This is an optimization exercise on Yosys and OpenROAD, whose aim is small area, a short achievable clock period and few clock cycles, not a production implementation. For this run, only the layout was checked, not whether the RTL still works. Power is estimated from default activity; no workload was simulated.

--- flow/run.sh ---
#!/bin/bash
# synth_recipe.tcl (not shown) runs the flow's synth.tcl, then flattens the netlist and writes it again
# the make line also repeats each setting of config.mk as NAME=value (left out here)
make -C /OpenROAD-flow-scripts/flow DESIGN_CONFIG=/design/flow/config.mk WORK_HOME=/design/flow/orfs CLKGATE_MAP_FILE= SYNTH_SCRIPT=/design/flow/synth_recipe.tcl finish
--- flow/config.mk ---
export PLATFORM = sky130hd
export DESIGN_NAME = pm_table_builder
export DESIGN_NICKNAME = pm_table_builder
export VERILOG_FILES = /design/flow/design.v
export SDC_FILE = /design/flow/constraint.sdc
export NUM_CORES = 4
export LEC_CHECK = 0
export CAP_MARGIN = 20
export CORE_MARGIN = 2
export CORE_UTILIZATION = 40
export PLACE_DENSITY = 0.6
export SLEW_MARGIN = 20
--- flow/constraint.sdc ---
create_clock -name core_clock -period 20.0 [get_ports {clk}]
set_input_delay 4.0000 -clock core_clock [delete_from_list [all_inputs] [get_ports {clk}]]
set_output_delay 4.0000 -clock core_clock [all_outputs]
set_load 0.01 [all_outputs]
--- flow/design.v ---
module pm_table_builder (
    input  wire         clk,
    input  wire         rst,           
    input  wire         in_valid,
    input  wire [15:0]  in_count,
    output wire         in_ready,
    output reg          out_valid,
    output reg  [159:0] out_lengths
);
    localparam NSYM = 40;
    localparam NSEL = 78;              
    localparam NPKG = 39;              
    localparam WW   = 17;              
    localparam PW   = 26;              
    localparam S_LOAD  = 3'd0;
    localparam S_RANK  = 3'd1;
    localparam S_MERGE = 3'd2;
    localparam S_BACK  = 3'd3;
    localparam S_DONE  = 3'd4;
    reg [2:0] state;
    reg [WW-1:0] w     [0:NSYM-1];
    reg [5:0]    rank  [0:NSYM-1];
    reg [WW-1:0] sw    [0:NSYM-1];
    reg [PW-1:0] pk_a  [0:NPKG-1];
    reg [PW-1:0] pk_b  [0:NPKG-1];
    reg          pk_sel;               
    reg [NSEL-1:0] pat [2:15];
    reg [5:0]    idx;                  
    reg [3:0]    level;
    reg [5:0]    li;                   
    reg [5:0]    pi;                   
    reg [6:0]    oi;                   
    reg [5:0]    npkg;                 
    reg [PW-1:0] hold_w;               
    reg [6:0]    nsel;                 
    reg [3:0]    len   [0:NSYM-1];
    integer t;
    assign in_ready = (state == S_LOAD);
    reg [NSYM-1:0] ahead;
    reg [5:0]      rk_node [1:127];
    reg [5:0]      rank_cnt;
    integer k;
    always @* begin
        for (t = 0; t < NSYM; t = t + 1)
            ahead[t] = (w[t] < w[idx]) || ((w[t] == w[idx]) && (t > idx));
        for (k = 64; k < 128; k = k + 1)
            rk_node[k] = (k - 64 < NSYM) ? {5'd0, ahead[k-64]} : 6'd0;
        for (k = 63; k >= 1; k = k - 1)
            rk_node[k] = rk_node[2*k] + rk_node[2*k+1];
        rank_cnt = rk_node[1];
    end
    wire [PW-1:0] leaf_w = {{(PW-WW){1'b0}}, sw[li]};
    reg  [PW-1:0] pkg_w;
    always @* begin
        if (level == 4'd2)
            pkg_w = {{(PW-WW){1'b0}}, sw[{pi[4:0], 1'b0}]} +
                    {{(PW-WW){1'b0}}, sw[{pi[4:0], 1'b1}]};
        else if (pk_sel == 1'b0)
            pkg_w = pk_a[pi];
        else
            pkg_w = pk_b[pi];
    end
    wire          leaf_avail = (li < NSYM);
    wire          pkg_avail  = (pi < npkg);
    wire          take_leaf  = leaf_avail && (!pkg_avail || (leaf_w <= pkg_w));
    wire [PW-1:0] item_w     = take_leaf ? leaf_w : pkg_w;
    wire [6:0]    list_len   = 7'd40 + {1'b0, npkg};
    wire [6:0]    out_len    = (list_len > NSEL) ? NSEL[6:0] : list_len;
    wire          level_end  = (oi == out_len - 7'd1);
    reg [NSEL-1:0] in_sel;
    reg [6:0]      lc_node [1:255];
    reg [6:0]      leaf_cnt;
    always @* begin
        for (t = 0; t < NSEL; t = t + 1)
            in_sel[t] = (t < nsel) && pat[level][t];
        for (k = 128; k < 256; k = k + 1)
            lc_node[k] = (k - 128 < NSEL) ? {6'd0, in_sel[k-128]} : 7'd0;
        for (k = 127; k >= 1; k = k - 1)
            lc_node[k] = lc_node[2*k] + lc_node[2*k+1];
        leaf_cnt = lc_node[1];
    end
    wire [6:0] jcnt = (level == 4'd1) ? nsel : leaf_cnt;
    integer s;
    always @(posedge clk) begin
        if (rst) begin
            state     <= S_LOAD;
            idx       <= 6'd0;
            out_valid <= 1'b0;
        end else begin
            out_valid <= 1'b0;
            case (state)
            S_LOAD: begin
                if (in_valid) begin
                    w[idx] <= {1'b0, in_count} + 17'd1;
                    if (idx == NSYM - 1) begin
                        idx   <= 6'd0;
                        state <= S_RANK;
                    end else begin
                        idx <= idx + 6'd1;
                    end
                end
            end
            S_RANK: begin
                rank[idx]   <= rank_cnt;
                sw[rank_cnt] <= w[idx];
                if (idx == NSYM - 1) begin
                    idx    <= 6'd0;
                    state  <= S_MERGE;
                    level  <= 4'd2;
                    li     <= 6'd0;
                    pi     <= 6'd0;
                    oi     <= 7'd0;
                    npkg   <= 6'd20;
                    pk_sel <= 1'b0;
                end else begin
                    idx <= idx + 6'd1;
                end
            end
            S_MERGE: begin
                pat[level][oi] <= take_leaf;
                if (take_leaf)
                    li <= li + 6'd1;
                else
                    pi <= pi + 6'd1;
                if (oi[0] == 1'b0) begin
                    hold_w <= item_w;
                end else begin
                    if (pk_sel == 1'b0)
                        pk_b[oi[6:1]] <= hold_w + item_w;
                    else
                        pk_a[oi[6:1]] <= hold_w + item_w;
                end
                if (level_end) begin
                    li     <= 6'd0;
                    pi     <= 6'd0;
                    oi     <= 7'd0;
                    npkg   <= out_len[6:1];
                    pk_sel <= ~pk_sel;
                    if (level == 4'd15) begin
                        state <= S_BACK;
                        nsel  <= NSEL[6:0];
                    end else begin
                        level <= level + 4'd1;
                    end
                end else begin
                    oi <= oi + 7'd1;
                end
            end
            S_BACK: begin
                for (s = 0; s < NSYM; s = s + 1) begin
                    if (level == 4'd15)
                        len[s] <= (rank[s] < jcnt) ? 4'd1 : 4'd0;
                    else if (rank[s] < jcnt)
                        len[s] <= len[s] + 4'd1;
                end
                nsel <= (nsel - jcnt) << 1;
                if (level == 4'd1)
                    state <= S_DONE;
                else
                    level <= level - 4'd1;
            end
            S_DONE: begin
                out_valid <= 1'b1;
                for (s = 0; s < NSYM; s = s + 1)
                    out_lengths[4*s +: 4] <= len[s];
                state <= S_LOAD;
            end
            default: state <= S_LOAD;
            endcase
        end
    end
endmodule
==> impl_metrics.tcl <==
set metrics [dict create \
    outcome "timing/DRC/antenna clean" \
    first_pass_iters 8 \
    antenna_found_initial 49 \
    dp_hpwl_um 441600 \
    ys_ff_latch 5542 \
    root_buffer "clkbuf_16" \
    r2r_slack_ns 5.94 \
    initialDrtViolationCount 17080 \
    vias 138000 \
    syn_inst 14080 \
    cp.required_ns 20.72 \
    cts_tree "built" \
    die_h_um 790.6 \
    finalHoldViolCount 0 \
    avgSynthCellArea_um2 17.57 \
    fin_ws_ns 5.936 \
    synth-edff-count 5510 \
    peakVddDrop_mv 1.797 \
    routedWlPerCell_um 31.31 \
    post_cts_buffers 0 \
    place_ws_ns 5.968 \
    io_buffer_count 180 \
    r2r-end "sw[2][9]$_DFFE_PP_" \
    synth-seq-area-share_pct 67.11 \
    drv_cap 0 \
    drv_slew 0 \
    reg2reg_depth 32 \
    yosys.area.top_type "edfxtp_1" \
    postCtsHoldBufs 0 \
    synth_top_area_share_pct 66.85 \
    multi_input_area_um2 78900 \
    rsz0062_at_grt "false" \
    clkPwrFrac_pct 30.8 \
    drive_above_1_share_pct 20.95 \
    clkLatencyLatePin_ns 1.11 \
    hold_path.class "reg -> reg" \
    path_clk_slew_ns 0.06 \
    nets 15640 \
    hp-start "len[15][3]$_SDFFCE_PP0P_" \
    internal_power_mw 23.06 \
    initial_core_util_pct 40.19 \
    cts.sinks 5542 \
    crit_path_start_kind "register" \
    first_global_vias 136500 \
    overflow 0 \
    routabilityCongestion 0.8751 \
    dieArea_um2 625100 \
    synthTopCellsByArea "edfxtp_1, mux4_2, ha_1" \
    drcViolationCount 0 \
    critPathMaxStageDelay_ns 0.94 \
    grt_pass1_wl_um 1025000 \
    holdPathEnd "out_lengths[63]$_DFFE_PP_" \
    grt_start_max_net_pins 159 \
    fin_crit_sh_pct 70.32 \
    p_leak_nw 90.66 \
    ant_nets 0 \
    async_flop_share_pct 0 \
    criticalPathCategory "reg -> reg" \
    final_cell_mix "edfxtp_1, nor2_1, mux4_2" \
    tns_ns 0 \
    worstMarginPinSlew_ns 1.228 \
    htreeDepth 6 \
    synth_ff_type "edfxtp_1" \
    relSlewSlack_pct 18.10 \
    cp_max_fo 88 \
    sw_frac_of_total_pct 34.42 \
    setup_viol 0 \
    crit_arrival_ns 14.78 \
    fin_crit_ns 14.06 \
    yosys_warnings 4 \
    io_pins 181 \
    seq_area_um2 166200 \
    syn_area_um2 247500 \
    die_width_um 790.6 \
    final_common_cell "edfxtp_1" \
    p_comb_share_pct 25.2 \
    cts_buffers 596 \
    core_region_area_um2 615800 \
    synth_nets 15240 \
    end_kind "register" \
    viasPerCell 5.976 \
    fill_cells 52260 \
    cpMaxStageDelayCell "dfxtp_4" \
    switchingPower_mw 12.10 \
    fmax_mhz 71.11 \
    min_path_cells 0 \
    areaGrowthSynthToFinish_pct 13.22 \
    whs_ns 0.4701 \
    cts_buffer_depth 4 \
    wl_um 723200 \
    skew_ns 0.1427 \
    ys_types 77 \
    cts_resized 0 \
    p_per_area_nw_per_um2 125.5 \
    pwr-share-seq_pct 44.0 \
    grt_usage_pct 22.64 \
    rows 288 \
]
[cell families (layout without fill, tap and decap cells)]
logic type / after synthesis / count (layout) / synth area share [%]
AOI/OAI and AO/OA: 1472 / 1472 / 3.930
xor gates and xnor gates: 164 / 164 / 0.5803
adders and majority gates: 1135 / 1135 / 6.044
buffers and inverters: 992 / 1865 / 1.629
DFF: 5542 / 5542 / 67.11
muxes: 1904 / 1904 / 15.67
other: 0 / 20 / 0
and+or+nand+nor: 2874 / 2874 / 5.032
[flip-flops by register name (all words and copies together) (netlist names), 7 cells and up, named ones only]
| name | count |
|---|---|
| pat | 1092 |
| oi | 7 |
| pk_a | 1014 |
| len | 160 |
| sw | 680 |
| out_lengths | 160 |
| hold_w | 26 |
| pk_b | 1014 |
| rank | 240 |
| w | 1088 |
[Yosys cell counts (all sizes together) (7+ instances only)]
cell / count
edfxtp: 5510
nor2: 1742
mux4: 1570
ha: 1034
clkbuf: 500
nand2: 400
a21oi: 354
o21a: 335
buf: 279
mux2i: 259
o21ai: 221
inv: 213
a21o: 202
nand3: 144
nand4: 126
a211oi: 125
fa: 101
xnor2: 100
nor2b: 92
nand2b: 88
nor3: 77
mux2: 75
and2: 72
xor2: 64
a31oi: 48
dfxtp: 32
and3: 25
nor4: 24
o211ai: 24
and4: 18
o21bai: 17
a221oi: 16
or3: 16
o22ai: 15
a211o: 14
or4: 13
a22oi: 12
or2: 11
nor3b: 10
a2111oi: 8
o31ai: 8
a41oi: 7
nand4b: 7
o2111ai: 7
o211a: 7
[worst max path at each step]
| stage | from | end | slack [ns] | cells after the start |
|---|---|---|---|---|
| floorplan | register | pk_a[0][17]$_DFFE_PP_ | 4.41 | 44 |
| global placement | register | sw[2][5]$_DFFE_PP_ | 6.06 | 28 |
| detailed placement | register | sw[14][8]$_DFFE_PP_ | 5.97 | 29 |
| CTS | register | sw[14][6]$_DFFE_PP_ | 5.91 | 32 |
| global route | register | sw[14][8]$_DFFE_PP_ | 5.32 | 29 |
| finish | register | sw[2][9]$_DFFE_PP_ | 5.94 | 32 |
[through the flow]
| step | area [µm²] | cells | power, mW | utilization [%] |
|---|---|---|---|---|
| 5_1_grt | 280200 | 23080 | 36.11 | 45.50 |
| 2_1_floorplan | 247500 | 14080 | 18.76 | - |
| 3_5_place_dp | 261100 | 22000 | 24.59 | 42.40 |
| 6_report | 280200 | 23100 | 35.16 | 45.50 |
| 4_1_cts | 280100 | 23070 | 35.36 | 45.49 |
| 3_3_place_gp | 261000 | 22000 | 24.49 | 42.38 |
[worst max-delay path, delay by kind of cell, from the launching register on]
| family | cells | cell delay [ns] |
|---|---|---|
| adder cells (fa/ha/maj) | 9 | 4.58 |
| AO/OA/AOI/OAI | 13 | 2.65 |
| buffers and inverters | 5 | 2.05 |
| multiplexers | 3 | 2.02 |
| AND/OR/NAND/NOR | 2 | 1.19 |
| flip-flops | 1 | 0.94 |
[area by class of cell]
cell class,instances,area share (%)
Multi-Input combinational cell,7549,28.16
Tap cell,8120,3.626
Inverter,213,0.2862
Sequential cell,5542,59.30
Clock inverter,331,1.239
Clock buffer,741,5.557
Timing Repair Buffer,580,1.821
Antenna cell,20,0.01786
[power by group through the flow]
| stage | Clock (mW) | Combinational [mW] | Sequential [mW] |
|---|---|---|---|
| detailed placement | 0 | 8.81 | 15.8 |
| CTS | 11.0 | 8.83 | 15.5 |
| global placement | 0 | 8.73 | 15.8 |
| floorplan | 0 | 3.25 | 15.5 |
| finish | 10.8 | 8.87 | 15.5 |
| global route | 11.4 | 9.21 | 15.5 |
[metal layers]
| metal | vias up | wire, µm | track usage [%] |
|---|---|---|---|
| met5 | - | 133 | 0 |
| li1 | 57170 | - | - |
| met4 | 20 | 22170 | 6.335 |
| met3 | 1084 | 62470 | 4.107 |
| met2 | 6215 | 336200 | 35.59 |
| met1 | 73540 | 302300 | 32.52 |

-- separate check: timing with driven ports --
The flow's constraints put no driver on any port. The routed layout listed below was extracted and timed again, unchanged, in two steps.
Step 1: set_driving_cell puts a clkbuf_16 on clk and a buf_2 on each other input, an assumption about the parent block.
Step 2 also shifts input and output timing later by t, the mid clock arrival at the registers, as if the neighbouring blocks saw the same clock.
Slacks: ideal / step 1 / step 2; pairs: ideal / step 1.
t (ns): 1.161
slack for setup (ns): 5.936 / 5.936 / 5.936
hold WS [ns]: 0.470 / 0.470 / 0.470
slew at the worst register clock pin (ns): 0.08 / 0.08
After both steps this run still meets setup and hold. For this run, drivers alone change the setup slack by 0.000 ns; drivers and shift together by 0.000 ns.
